This design comes from an exercise in tuning for small area, a short achievable clock period and few clock cycles per item on the open sky130 flow, not from production work.
RTL that was checked went through simulation tests only; none was proved equivalent to the original.
For runs 1 and 2, only the layout was checked, not whether the RTL still works.
Power and IR drop assume default switching activity.

**flow/design.v**
```verilog
module glade_div (
    input  wire        clk,
    input  wire        rst,
    input  wire        start,
    input  wire [1:0]  op,
    input  wire [63:0] a,
    input  wire [63:0] b,
    output wire        ready,
    output wire        done,
    output wire [63:0] result
);
    reg st_s1, st_s2, st_run, st_fix1, st_fix2, st_done;
    reg rdy;
    reg [63:0] rem;        
    reg [65:0] opd;        
    reg        cin;        
    reg [63:0] bq;         
    reg [5:0]  cnt;        
    reg        want_rem;   
    reg        sa;         
    reg        sb;         
    reg        dz;         
    reg        zq;         
    function [6:0] nlz64(input [63:0] x);
        reg [15:0] v4;
        reg [31:0] c4;
        reg [7:0]  v8;
        reg [23:0] c8;
        reg [3:0]  v16;
        reg [15:0] c16;
        reg [1:0]  v32;
        reg [9:0]  c32;
        reg [3:0]  n;
        integer i;
        begin
            for (i = 0; i < 16; i = i + 1) begin
                n = x[4*i +: 4];
                v4[i] = |n;
                c4[2*i +: 2] = n[3] ? 2'd0 : n[2] ? 2'd1 : n[1] ? 2'd2 : 2'd3;
            end
            for (i = 0; i < 8; i = i + 1) begin
                v8[i] = v4[2*i+1] | v4[2*i];
                c8[3*i +: 3] = v4[2*i+1] ? {1'b0, c4[2*(2*i+1) +: 2]} : {1'b1, c4[2*(2*i) +: 2]};
            end
            for (i = 0; i < 4; i = i + 1) begin
                v16[i] = v8[2*i+1] | v8[2*i];
                c16[4*i +: 4] = v8[2*i+1] ? {1'b0, c8[3*(2*i+1) +: 3]} : {1'b1, c8[3*(2*i) +: 3]};
            end
            for (i = 0; i < 2; i = i + 1) begin
                v32[i] = v16[2*i+1] | v16[2*i];
                c32[5*i +: 5] = v16[2*i+1] ? {1'b0, c16[4*(2*i+1) +: 4]} : {1'b1, c16[4*(2*i) +: 4]};
            end
            if (v32[1])      nlz64 = {2'b00, c32[9:5]};
            else if (v32[0]) nlz64 = {2'b01, c32[4:0]};
            else             nlz64 = 7'd64;
        end
    endfunction
    wire [65:0] sum = {2'b00, rem} + opd + {65'd0, cin};
    wire        fit = ~sum[65];
    wire [63:0] bmag1 = bq ^ {64{sb}};           
    wire [6:0]  nlz_a = nlz64(opd[63:0]);        
    wire [6:0]  nlz_b = nlz64(bmag1);
    wire [5:0]  nlz_b6 = nlz_b[6] ? 6'd63 : nlz_b[5:0];
    wire [7:0]  s8 = {2'b00, nlz_b6} + {7'd0, sa} - {1'b0, nlz_a};
    wire        b_zero = ~|bq;
    wire        skip = s8[7] | b_zero;
    wire        fix_neg = want_rem ? sa : (~dz & (sa ^ sb));
    wire [63:0] qval    = (bq & {64{~zq}}) | {64{dz}};
    wire [63:0] shin    = ~st_fix1 ? bq : (want_rem ? rem : qval);
    wire [65:0] bext    = {{2{sb & ~st_fix1}}, shin};
    wire [5:0]  shamt   = cnt & {6{~st_fix1}};
    wire        inv     = st_fix1 ? fix_neg : ~sb;
    wire [65:0] bsh     = (bext << shamt) ^ {66{inv}};
    wire        a_neg = op[0] & a[63];
    assign ready  = rdy;
    assign done   = st_done;
    assign result = rem;
    always @(posedge clk) begin
        if (rst) begin
            st_s1   <= 1'b0;
            st_s2   <= 1'b0;
            st_run  <= 1'b0;
            st_fix1 <= 1'b0;
            st_fix2 <= 1'b0;
            st_done <= 1'b0;
            rdy     <= 1'b1;
        end else begin
            st_s1   <= rdy & start;
            st_s2   <= st_s1 & ~skip;
            st_run  <= st_s2 | (st_run & (cnt != 6'd0));
            st_fix1 <= (st_s1 & skip) | (st_run & (cnt == 6'd0));
            st_fix2 <= st_fix1;
            st_done <= st_fix2;
            rdy     <= st_fix2 | (rdy & ~start);
        end
    end
    always @(posedge clk) begin
        if (rdy) begin
            rem      <= 64'd0;
            opd      <= {2'b00, a ^ {64{a_neg}}};
            cin      <= a_neg;
            bq       <= b;
            want_rem <= op[1];
            sa       <= a_neg;
            sb       <= op[0] & b[63];
        end
        if (st_s1) begin
            rem <= sum[63:0];
            dz  <= b_zero;
            zq  <= skip;
            cnt <= s8[5:0];
        end
        if (st_s2) begin
            opd <= bsh;
            cin <= ~sb;
            bq  <= 64'd0;
        end
        if (st_run) begin
            if (fit) rem <= sum[63:0];
            bq  <= {bq[62:0], fit};
            opd <= {1'b1, opd[65:1]};
            cnt <= cnt - 6'd1;
        end
        if (st_fix1) begin
            rem <= 64'd0;
            opd <= bsh;
            cin <= fix_neg;
        end
        if (st_fix2) begin
            rem <= sum[63:0];
        end
    end
endmodule
```
**flow/run.sh**
```bash
#!/bin/bash
# synth_recipe.tcl (not shown) runs the flow's synth.tcl, then flattens the netlist and writes it again
# the make line also repeats each setting of config.mk as NAME=value (left out here)
make -C /OpenROAD-flow-scripts/flow DESIGN_CONFIG=/design/flow/config.mk WORK_HOME=/design/flow/orfs CLKGATE_MAP_FILE= SYNTH_SCRIPT=/design/flow/synth_recipe.tcl finish
```
**flow/config.mk**
```make
export PLATFORM = sky130hd
export DESIGN_NAME = glade_div
export DESIGN_NICKNAME = glade_div
export VERILOG_FILES = /design/flow/design.v
export SDC_FILE = /design/flow/constraint.sdc
export NUM_CORES = 4
export LEC_CHECK = 0
export ABC_CLOCK_PERIOD_IN_PS = 2500
export CAP_MARGIN = 20
export CORE_MARGIN = 2
export CORE_UTILIZATION = 40
export PLACE_DENSITY = 0.6
export SETUP_SLACK_MARGIN = 2.5
export SLEW_MARGIN = 20
```
**flow/constraint.sdc**
```tcl
create_clock -name core_clock -period 5.0 [get_ports {clk}]
set_input_delay 1.0000 -clock core_clock [delete_from_list [all_inputs] [get_ports {clk}]]
set_output_delay 1.0000 -clock core_clock [all_outputs]
set_load 0.01 [all_outputs]
```
==> results of run 1 <==
stage by stage:
| stage | util, % | worst slack (ps) |
|---|---|---|
| after floorplan | - | 960 |
| after global placement | 45.8 | 225 |
| after detailed placement | 45.8 | 263 |
| after CTS | 56.7 | 753 |
| after global routing | 60.5 | 480 |
| final | 60.5 | 653 |
power breakdown:
| part | internal [uW] | total (uW) | leakage, uW | switching [uW] |
|---|---|---|---|---|
| registers | 2680 | 3800 | 0.00205 | 1120 |
| logic | 6880 | 15400 | 0.00984 | 8530 |
| clock network | 1240 | 2120 | 0.000443 | 879 |
| total | 10800 | 21300 | 0.0123 | 10500 |
per-layer routing:
metal | vias to the layer above | part of all wire, %
li1 | 10600 | -
met5 | - | 0.10
met3 | 365 | 11
met2 | 1752 | 44
met1 | 12000 | 39
met4 | 6 | 5.9
registers in the layout (all words and copies together), names as in the netlist:
signal    flops
bq           64
rdy           1
rem          64
want_rem      1
st_fix2       1
cin           1
st_done       1
zq            1
st_s2         1
opd          66
sb            1
st_run        1
sa            1
cnt           6
st_fix1       1
st_s1         1
dz            1
repair_timing:
| item | 4_1_cts | 5_1_grt |
|---|---|---|
| endpoints found under the setup margin | 269 | 270 |
| gates resized for setup | 678 | 259 |
| buffers inserted | 173 | 72 |
| pin swaps | 183 | 173 |
| cloned | 34 | 3 |
cell families (layout without fill, tap and decap cells):
kind of cell / count (synthesis) / in the layout
compound gates: 928 / 930
simple gates: 723 / 724
buf+inv: 304 / 675
flops: 213 / 213
xor+xnor: 190 / 190
mux: 183 / 183
fa+ha+maj: 81 / 81
other cells: 0 / 1
final timing paths:
kind / from / endpoint / slack, ps / cells past startpoint
max reg2reg: opd[15] / cnt[5] / 650 / 18
min reg2reg: rem[51] / rem[51] / 540 / 1
max: opd[15] / cnt[5] / 650 / 18
min: rem[51] / rem[51] / 540 / 1
layout by cell type, fill, tap and decap left out, drive strengths merged, types with 33 or more instances in the layout:
| cell type | count |
|---|---|
| clkbuf | 45 |
| a21oi | 198 |
| a21o | 35 |
| xor2 | 49 |
| mux2i | 138 |
| a22oi | 35 |
| nor3 | 48 |
| buf | 356 |
| o21ai | 185 |
| nand2 | 274 |
| mux2 | 37 |
| nand3 | 60 |
| o22ai | 69 |
| inv | 59 |
| xnor2 | 141 |
| nor2 | 175 |
| clkdlybuf4s50 | 134 |
| a22o | 106 |
| dlygate4sd2 | 64 |
| a221oi | 33 |
| dfxtp | 71 |
| edfxtp | 142 |
| a211oi | 50 |
| ha | 78 |
worst max-delay path, stage by stage (launching register included):
cell	delay, ps
edfxtp_1	520
nor4_1	470
nand3_1	270
nor2_1	340
nor2b_2	130
nor3b_4	190
o31ai_1	280
a211oi_1	120
buf_4	160
ha_2	310
inv_2	40
ha_4	150
a21o_1	180
a21oi_2	140
nor2b_1	70
o21a_1	190
or3_1	300
a21oi_1	150
a21oi_1	60
cell type report:
class                   count  area [um^2]
well taps                 688          861
clock buffers              42          795
multi-input cells        2108        17900
repair buffers            561         6090
diodes                      1         2.50
inverters                  61          238
fillers                  4396        20700
clock inverters            11          126
flip-flops and latches    213         5830
==> key figures, run 1 <==
Place
  • Routability Congestion: 1.01
  • Dpl cells: 3349
  • DP HPWL: 68800 um
  • DP Area: 24100 um^2
  • I/O Buffers: 198

Timing
  • Peak Freq: 0.230 GHz
  • Worst-Margin Slew: 1070 ps
  • Slew margin rel.: 27.8%
  • Skew final: 26.5 ps
  • Hold_ws: 541 ps
  • Final Slew Violations: 0
  • Final hold violation count: 0
  • Final Cycle Share: 86.9%
  • Tmin final: 4350 ps
  • RSZ-0062 raised after global routing: true
  • Endpoints failing setup: 0
  • Final TNS setup: 0 ps

CTS
  • CTS Hold Bufs: 0
  • CTS H-tree depth: 1
  • CTS tree: yes
  • Clk buf depth: 3
  • Clock sinks: 213
  • Clk root buf: clkbuf_16
  • CTS Buf Count: 29
  • Clock slew at reported path FFs: 60 ps
  • Worst skew pair latency: 600 ps

Floorplanning
  • CORE AREA: 52600 um^2
  • Die area: 55000 um^2
  • I/O pin count: 199
  • FP Rows: 84
  • Horiz. Die Dim: 235 um
  • Die height: 235 um
  • Initial Util: 40.5%

Global routing
  • Most Crowded Layer GR: met2
  • Global routing usage on met2: 54.1%
  • First-pass GRT wire length: 152000 um
  • GR Layer Usage met3: 7.03%
  • Congestion Overflow GR: 0
  • Pin count of the biggest net entering global routing: 67
  • Initial antenna violation count: 4
  • Overall Global Routing Usage: 35.7%
  • Number of global-route vias before repair: 23300
  • Met1 Use GR: 49.1%

Final layout
  • Fraction of layout cells with a size suffix above 1: 33.0%
  • Area grow syn2layout: 49.5%
  • Non-filler cells in the finished layout: 3685
  • Final nets: 3188
  • Final Cell Area: 31800 um^2

Pwr
  • Cell Pwr Density: 670 nW/um^2
  • Pleak: 0.0123 uW
  • Pwr Total: 21300 uW
  • Worst VDD drop: 339 uV

Logic synthesis
  • FF+latch count, synth: 213
  • Synthesis warning total: 1
  • Synth top cells by count: 274 x nand2_1, 197 x a21oi_1, 181 x o21ai_0
  • Multiplexer area fraction after synthesis: 9.30%
  • Synth Flop Type: edfxtp_1
  • Gate Count Post-Synth: 2622
  • Post-Synth Simple-Gate Area: 15.6%
  • Number of synthesized flops with an enable pin: 142
  • Yosys top cell by area: edfxtp_1
  • Main combinational cell family by area after synthesis: compound AO/OA/AOI/OAI gates
  • Post-Syn Area: 21300 um^2
  • Fraction of synthesized cell area in xor and xnor cells: 7.82%
  • Top cells by area, synth: edfxtp_1 20%, dfxtp_1 6.7%, mux2i_1 6.5%
  • Area share of the largest cell type after synthesis: 20.0%
  • Post-Synth Adder-Cell Area: 4.87%
  • Syn_nets: 2836
  • Mean post-synth cell area: 8.11 um^2
  • Post-synthesis async set-or-reset flop share: 0%
  • Netlist cell types: 86
  • Sequential share of the synthesized area: 26.7%
  • Most frequent cell after synthesis: nand2_1
  • Synth Area in Compound Gates: 29.8%

Detailed routing
  • Post-route ant nets: 0
  • Vias per cell: 6.73
  • Avg WL per Cell: 29.0 um
  • DRC Markers: 0
  • DR vias: 24800
  • First DRT Iteration DRCs: 3264
  • Routed wire length: 107000 um
  • Pre-antenna DRT Iters: 8

Outcome
  • Status: complete, no violations

Worst hold path
  • Min-delay worst type: flip-flop to flip-flop

Worst setup path
  • Worst setup SP type: flip-flop
  • Crit path DAT: 4670 ps
  • Crit path kind: flip-flop to flip-flop
  • WP data required: 5320 ps
  • Crit end category: flip-flop
  • Max FO, Critical Path: 5

Job
  • Max-cap violations: 0
==> run 2, diff against run 1 <==
--- a/flow/config.mk
+++ b/flow/config.mk
@@ -7,3 +7,3 @@
 export LEC_CHECK = 0
-export ABC_CLOCK_PERIOD_IN_PS = 2500
+export ABC_AREA = 1
 export CAP_MARGIN = 20
==> run 2 against run 1 <==
Worst setup slack better by 210 ps. Non-clock buffer count is 89 lower. Power is 24% higher. Final area is 16% higher. Via count is 28% higher. Clock power is 3% higher.
==> key figures, run 2 <==
Detailed routing
  • Avg WL per Cell: 26.4 um
  • First DRT Iteration DRCs: 4237
  • Post-route ant nets: 0
  • DRC Markers: 0
  • Pre-antenna DRT Iters: 6
  • Vias per cell: 6.30
  • DR vias: 31700
  • Routed wire length: 133000 um

Floorplanning
  • Die area: 62200 um^2
  • FP Rows: 89
  • Die height: 249 um
  • I/O pin count: 199
  • Initial Util: 40.6%
  • Horiz. Die Dim: 249 um
  • CORE AREA: 59200 um^2

Logic synthesis
  • Netlist cell types: 57
  • Area share of the largest cell type after synthesis: 18.7%
  • FF+latch count, synth: 213
  • Top cells by area, synth: nand2_1 19%, edfxtp_1 18%, nand3_1 15%
  • Yosys top cell by area: nand2_1
  • Synth Flop Type: edfxtp_1
  • Most frequent cell after synthesis: nand2_1
  • Number of synthesized flops with an enable pin: 142
  • Mean post-synth cell area: 6.10 um^2
  • Synthesis warning total: 1
  • Gate Count Post-Synth: 3944
  • Synth top cells by count: 1199 x nand2_1, 706 x nand3_1, 290 x inv_1
  • Post-Syn Area: 24100 um^2
  • Syn_nets: 4158
  • Post-synthesis async set-or-reset flop share: 0%
  • Sequential share of the synthesized area: 23.6%

Pwr
  • Worst VDD drop: 420 uV
  • Cell Pwr Density: 712 nW/um^2
  • Pleak: 0.0160 uW

Place
  • DP HPWL: 84300 um
  • Dpl cells: 4737
  • I/O Buffers: 198
  • DP Area: 26400 um^2
  • Routability Congestion: 0.997

Global routing
  • Pin count of the biggest net entering global routing: 87
  • Overall Global Routing Usage: 38.3%
  • Congestion Overflow GR: 0
  • First-pass GRT wire length: 182000 um
  • Initial antenna violation count: 1
  • Number of global-route vias before repair: 28900

Timing
  • RSZ-0062 raised after global routing: true
  • Final TNS setup: 0 ps
  • Peak Freq: 0.242 GHz
  • Slew margin rel.: 25.2%
  • Worst-Margin Slew: 1120 ps
  • Skew final: 25.2 ps
  • Final Cycle Share: 82.7%
  • Hold_ws: 556 ps
  • Final Slew Violations: 0
  • Endpoints failing setup: 0
  • Tmin final: 4140 ps
  • Final hold violation count: 0

Final layout
  • Largest regs: opd (66), bq (64), rem (64)
  • Number of flip-flops in the largest register: 66
  • Ant diodes: 0
  • Commonest non-fill, non-tap cell in the layout: nand2_1
  • Non-filler cells in the finished layout: 5037
  • Area of the multi-input gates: 22400 um^2
  • Filler cells: 5203
  • Final Cell Area: 37100 um^2
  • Fraction of layout cells with a size suffix above 1: 34.8%
  • Final nets: 4455
  • Most frequent cells in the layout: 954 x nand2_1, 354 x nand3_2, 264 x inv_1, 225 x nor2_1, 196 x nand3_1
  • Biggest register: opd
  • Register area: 5900 um^2
  • Area grow syn2layout: 54.0%

Worst setup path
  • Crit path DAT: 4580 ps
  • Most used cell, CP: inv_1
  • Worst setup SP type: flip-flop
  • CP max-delay cell: edfxtp_1
  • Crit path kind: flip-flop to flip-flop
  • CP max stage delay: 470 ps
  • WP data required: 5450 ps
  • Max FO, Critical Path: 6
  • Crit end category: flip-flop

Job
  • Max-cap violations: 0

CTS
  • Clock slew at reported path FFs: 70 ps
  • Clk buf depth: 3
  • CTS H-tree depth: 1
  • Worst skew pair latency: 620 ps
  • Clock sinks: 213
  • CTS tree: yes
  • Clk root buf: clkbuf_16
  • CTS Buf Count: 29

Worst hold path
  • Min-delay worst type: flip-flop to flip-flop

Outcome
  • Status: complete, no violations
==> run 2: changes by cell type in the layout (fill, tap and decap cells not counted), moves of 141 or more <==
cell,previous run,this run
nand2_1,238,954
nand3_2,4,354
inv_1,56,264
nand3_4,1,163
nand2_2,27,175
nand3_1,55,196
==> run 2: power breakdown <==
group / total (uW) / internal (uW) / switching [uW] / leakage, uW
registers: 4170 / 2810 / 1360 / 0.00207
clock network: 2190 / 1250 / 943 / 0.000473
logic: 20000 / 7130 / 12900 / 0.0134
==> run 2: cells by family after synthesis <==
family / share of synthesized area (%)
AOI/OAI and AO/OA: 15.0
xor gates and xnor gates: 4.73
adders and majority gates: 4.30
buffers and inverters: 9.61
DFF: 23.6
muxes: 0.0416
and+or+nand+nor: 42.7
==> run 2: stage by stage <==
stage	util [%]	power, uW	setup slack (ps)
finish	62.6	26400	865
global route	62.6	27500	675
CTS	56.3	22300	992
detailed placement	44.6	16400	603
global placement	44.6	16500	719
floorplan	-	12100	1390
==> run 2: final timing paths <==
path	cells after the start	end	slack [ps]	start
max	28	st_s2	860	sb
min	0	dz	560	st_s1
max reg2reg	28	st_s2	860	sb
min reg2reg	0	dz	560	st_s1
==> run 2: timing repair <==
item / in CTS / in global routing
buffers inserted: 126 / 62
setup endpoints to repair: 295 / 164
hold buffers: 0 / 0
resized for setup: 1045 / 635
cloned: 43 / 15
pin swaps: 284 / 424
==> run 2: routing by layer <==
layer | GRT usage [%] | up-vias | part of all wire, %
li1 | - | 14100 | -
met1 | 50.6 | 14800 | 38
met2 | 58.6 | 2222 | 42
met3 | 6.97 | 595 | 12
met4 | 21.9 | 0 | 8.6
met5 | 0 | - | 0
==> run 2: cell type report <==
type / count / share of cell area, %
clock inverters: 18 / 0.490
multi-input cells: 3201 / 60.5
well taps: 773 / 2.61
clock buffers: 36 / 2.08
repair buffers: 472 / 14.6
flip-flops and latches: 213 / 15.9
repair inverters: 9 / 0.263
inverters: 315 / 3.49
==> run 2: worst max-delay path, delay by kind of cell (launching register included) <==
family,cells,cell delay (ps)
flip-flops,1,470
AO/OA/AOI/OAI,7,970
AND/OR/NAND/NOR,9,950
XOR/XNOR,1,170
adder cells (fa/ha/maj),2,480
buffers and inverters,9,920
==> run 3, diff against run 2 <==
--- a/flow/design.v
+++ b/flow/design.v
@@ -22,3 +22,2 @@
     reg        dz;         
-    reg        zq;         
     function [6:0] nlz64(input [63:0] x);
@@ -66,9 +65,6 @@
     wire        skip = s8[7] | b_zero;
+    wire [65:0] bext = {{2{sb}}, bq};
+    wire [65:0] bsh  = bext << cnt;
     wire        fix_neg = want_rem ? sa : (~dz & (sa ^ sb));
-    wire [63:0] qval    = (bq & {64{~zq}}) | {64{dz}};
-    wire [63:0] shin    = ~st_fix1 ? bq : (want_rem ? rem : qval);
-    wire [65:0] bext    = {{2{sb & ~st_fix1}}, shin};
-    wire [5:0]  shamt   = cnt & {6{~st_fix1}};
-    wire        inv     = st_fix1 ? fix_neg : ~sb;
-    wire [65:0] bsh     = (bext << shamt) ^ {66{inv}};
+    wire [63:0] fix_x   = want_rem ? rem : (dz ? 64'hFFFF_FFFF_FFFF_FFFF : bq);
     wire        a_neg = op[0] & a[63];
@@ -109,7 +105,7 @@
             dz  <= b_zero;
-            zq  <= skip;
             cnt <= s8[5:0];
+            if (skip) bq <= 64'd0;
         end
         if (st_s2) begin
-            opd <= bsh;
+            opd <= bsh ^ {66{~sb}};
             cin <= ~sb;
@@ -125,3 +121,3 @@
             rem <= 64'd0;
-            opd <= bsh;
+            opd <= {2'b00, fix_x ^ {64{fix_neg}}};
             cin <= fix_neg;
--- a/flow/config.mk
+++ b/flow/config.mk
@@ -7,3 +7,2 @@
 export LEC_CHECK = 0
-export ABC_AREA = 1
 export CAP_MARGIN = 20
@@ -12,3 +11,2 @@
 export PLACE_DENSITY = 0.6
-export SETUP_SLACK_MARGIN = 2.5
 export SLEW_MARGIN = 20
==> run 3 against run 2 <==
Worst setup slack got worse by 570 ps. Clock-buffer cell count increased by 6. Combinational power decreased by 24%. Non-clock buffer count shrank 86. Global-route usage decreased by 9.3 points. Power shrank 19%. Utilization shrank 14 points. Synthesized area fell by 4.4%. Critical path type unchanged. Largest cell class unchanged.
==> key figures, run 3 <==
Logic synthesis
  • Most frequent cell after synthesis: nand2_1
  • Area share of the largest cell type after synthesis: 11.9%
  • Post-Synth Simple-Gate Area: 14.7%
  • Fraction of synthesized cell area in xor and xnor cells: 9.90%
  • Sequential share of the synthesized area: 21.7%
  • Gate Count Post-Synth: 2885
  • Multiplexer area fraction after synthesis: 15.4%
  • Top cells by area, synth: dfxtp_1 12%, edfxtp_1 9.8%, mux4_2 6.7%
  • Synth top cells by count: 291 x nand2_1, 224 x nor2_1, 210 x o21ai_0
  • Main combinational cell family by area after synthesis: compound AO/OA/AOI/OAI gates
  • Netlist cell types: 90
  • Post-synthesis async set-or-reset flop share: 0%
  • Number of synthesized flops with an enable pin: 75
  • Mean post-synth cell area: 7.97 um^2
  • Synth Area in Compound Gates: 27.0%
  • Synthesis warning total: 1
  • Syn_nets: 3099
  • Post-Synth Adder-Cell Area: 4.50%
  • FF+latch count, synth: 212
  • Post-Syn Area: 23000 um^2
  • Yosys top cell by area: dfxtp_1
  • Synth Flop Type: dfxtp_1

Place
  • Routability Congestion: 0.938
  • I/O Buffers: 198
  • Dpl cells: 3737
  • DP HPWL: 67800 um

Floorplanning
  • CORE AREA: 56600 um^2
  • Initial Util: 40.6%
  • Die height: 244 um
  • Die area: 59400 um^2
  • I/O pin count: 199
  • FP Rows: 87
  • Horiz. Die Dim: 244 um

CTS
  • Worst skew pair latency: 600 ps
  • CTS tree: yes
  • Clk root buf: clkbuf_16
  • CTS Hold Bufs: 0
  • Clk buf depth: 3
  • CTS Buf Count: 29
  • Clock slew at reported path FFs: 60 ps
  • CTS H-tree depth: 1
  • Clock sinks: 212

Detailed routing
  • DRC Markers: 0
  • Vias per cell: 6.24
  • Avg WL per Cell: 24.0 um
  • Routed wire length: 91000 um
  • Post-route ant nets: 0
  • DR vias: 23700
  • Pre-antenna DRT Iters: 6
  • First DRT Iteration DRCs: 2403

Timing
  • Final TNS setup: 0 ps
  • Slew margin rel.: 30.1%
  • RSZ-0062 raised after global routing: false
  • Peak Freq: 0.213 GHz
  • Worst-Margin Slew: 1050 ps
  • Final Slew Violations: 0
  • Skew final: 20.1 ps
  • Endpoints failing setup: 0
  • Final Cycle Share: 94.1%
  • Tmin final: 4700 ps
  • Final hold violation count: 0

Pwr
  • Cell Pwr Density: 787 nW/um^2
  • Pleak: 0.0108 uW
  • Worst VDD drop: 328 uV

Final layout
  • Fraction of layout cells with a size suffix above 1: 13.5%
  • Area grow syn2layout: 18.2%
  • Largest regs: opd (66), bq (64), rem (64)
  • Commonest non-fill, non-tap cell in the layout: nand2_1
  • Biggest register: opd
  • Ant diodes: 0
  • Most frequent cells in the layout: 290 x nand2_1, 223 x nor2_1, 210 x o21ai_0, 203 x a21oi_1, 198 x clkdlybuf4s50_1
  • Non-filler cells in the finished layout: 3792
  • Final nets: 3228
  • Number of flip-flops in the largest register: 66
  • Filler cells: 5619

Worst setup path
  • Crit end category: flip-flop
  • Max FO, Critical Path: 16
  • Crit path kind: flip-flop to flip-flop
  • R2R Setup Slk: 300 ps
  • Worst setup SP type: flip-flop
  • FF-to-FF Start: bq[11]
  • CP max stage delay: 570 ps
  • WP data required: 5470 ps
  • Crit path DAT: 5180 ps
  • CP max-delay cell: or4_1
  • Critical Path Source: bq[11]
  • CP bufs+invs: 2
  • Cell family with most CP delay: compound AO/OA/AOI/OAI gates
  • Crit-path cells: or4_1 -> o22ai_2 -> inv_1 -> or2_2 -> a211oi_1 -> nor3_1 -> a221oi_2 -> o21ai_0 -> a21boi_1 -> a2111oi_1 -> ha_1 -> ha_1 -> a21o_1 -> a21oi_1 -> o21bai_1 -> a21oi_2 -> nor2b_1 -> o21a_1 -> o21bai_1 -> nand2_1 -> nand2_4 -> buf_6 -> o21ai_0

Global routing
  • Overall Global Routing Usage: 29.0%
  • First-pass GRT wire length: 135000 um
  • Congestion Overflow GR: 0
  • Pin count of the biggest net entering global routing: 119
  • Initial antenna violation count: 0
  • Number of global-route vias before repair: 22100

Worst hold path
  • HP Start: st_fix2
  • Min-delay worst type: flip-flop to flip-flop

Job
  • Max-cap violations: 0

Outcome
  • Status: complete, no violations
[run 3: cell type report]
cell class | instances | area (um^2) | share of cell area (%)
inverter | 70 | 263 | 0.966
multi-input combinational | 2315 | 16500 | 60.8
clock buffer | 42 | 877 | 3.22
tap | 756 | 946 | 3.48
sequential | 212 | 5010 | 18.4
clock inverter | 11 | 61.3 | 0.225
timing repair buffer | 386 | 3510 | 12.9
[run 3: worst reg2reg max path, cell delays in order, from the launching register on]
cell       delay, ps
dfxtp_1          310
or4_1            570
o22ai_2          190
inv_1             50
or2_2            330
a211oi_1         230
nor3_1           100
a221oi_2         190
o21ai_0          120
a21boi_1         210
a2111oi_1         90
ha_1             320
ha_1             280
a21o_1           150
a21oi_1          180
o21bai_1         100
a21oi_2          150
nor2b_1           60
o21a_1           160
o21bai_1         170
nand2_1          130
nand2_4          140
buf_6            230
o21ai_0          120
[run 3: power by group]
part	switching (uW)	leakage (uW)	internal (uW)
Combinational	8820	0.00839	6500
Sequential	1230	0.00190	2740
Clock	896	0.000464	1210
[run 3: per-stage QoR]
step | setup slack (ps) | util (%) | hold slack, ps | cell area (um^2) | power, uW
after floorplan | 676 | - | 455 | 23000 | 13800
after global placement | 124 | 46.2 | 507 | 26200 | 18700
after detailed placement | 48.6 | 46.2 | 511 | 26200 | 18900
after CTS | 15.9 | 47.9 | 519 | 27100 | 21000
after global routing | 18.8 | 48.1 | 530 | 27200 | 22700
final | 296 | 48.1 | 511 | 27200 | 21400
[run 3: path summary, 6_finish.rpt]
path                            endpoint  cells past startpoint
worst max-delay path              bq[48]                     23
worst min-delay path             st_done                      1
worst max register to register    bq[48]                     23
worst min register to register   st_done                      1
[run 3: metal layers]
| metal | wire [um] | global-route usage (%) |
|---|---|---|
| met1 | 39400 | 41.0 |
| met5 | 0 | 0 |
| met2 | 40900 | 45.8 |
| met4 | 3220 | 9.13 |
| met3 | 7430 | 3.58 |
[run 3: logic make-up after synthesis]
family	after synthesis
mux	251
simple gates	755
xor+xnor	260
compound gates	968
fa+ha+maj	81
flops	212
buf+inv	358
[run 3: timing repair]
action	4_1_cts	5_1_grt
buffers inserted	0	0
endpoints found under the setup margin	0	64
resized for setup	0	12
Testbench counts of run 3, summed over its fixed seeds: cycles 50,695, items 2,400.

what the ideal ports hide:
How much do the figures lean on ideal ports? The routed layouts below were timed once more, with nothing changed but the port constraints.
Step 1 sets driving cells, clkbuf_16 on the clock port and buf_2 on the other inputs (assumed; they add their load-dependent delay and slew).
Step 2 adds t to the input delays and takes it off the output delays; t is the mean of the earliest and latest rising clock arrival at the registers after step 1. Input paths then give back, and output paths get back, about the clock's delay inside the block.
Three values: ideal, step 1, step 2; two values: the first two.
run	t (ns)	setup slack, ns	latest minus earliest clock arrival (ns)
run 1	0.643	0.653 / 0.653 / 0.653	0.026 / 0.027
run 2	0.669	0.865 / 0.865 / 0.865	0.025 / 0.025
run 3	0.646	0.296 / 0.296 / 0.296	0.020 / 0.020
After both steps every run listed still meets setup and hold.
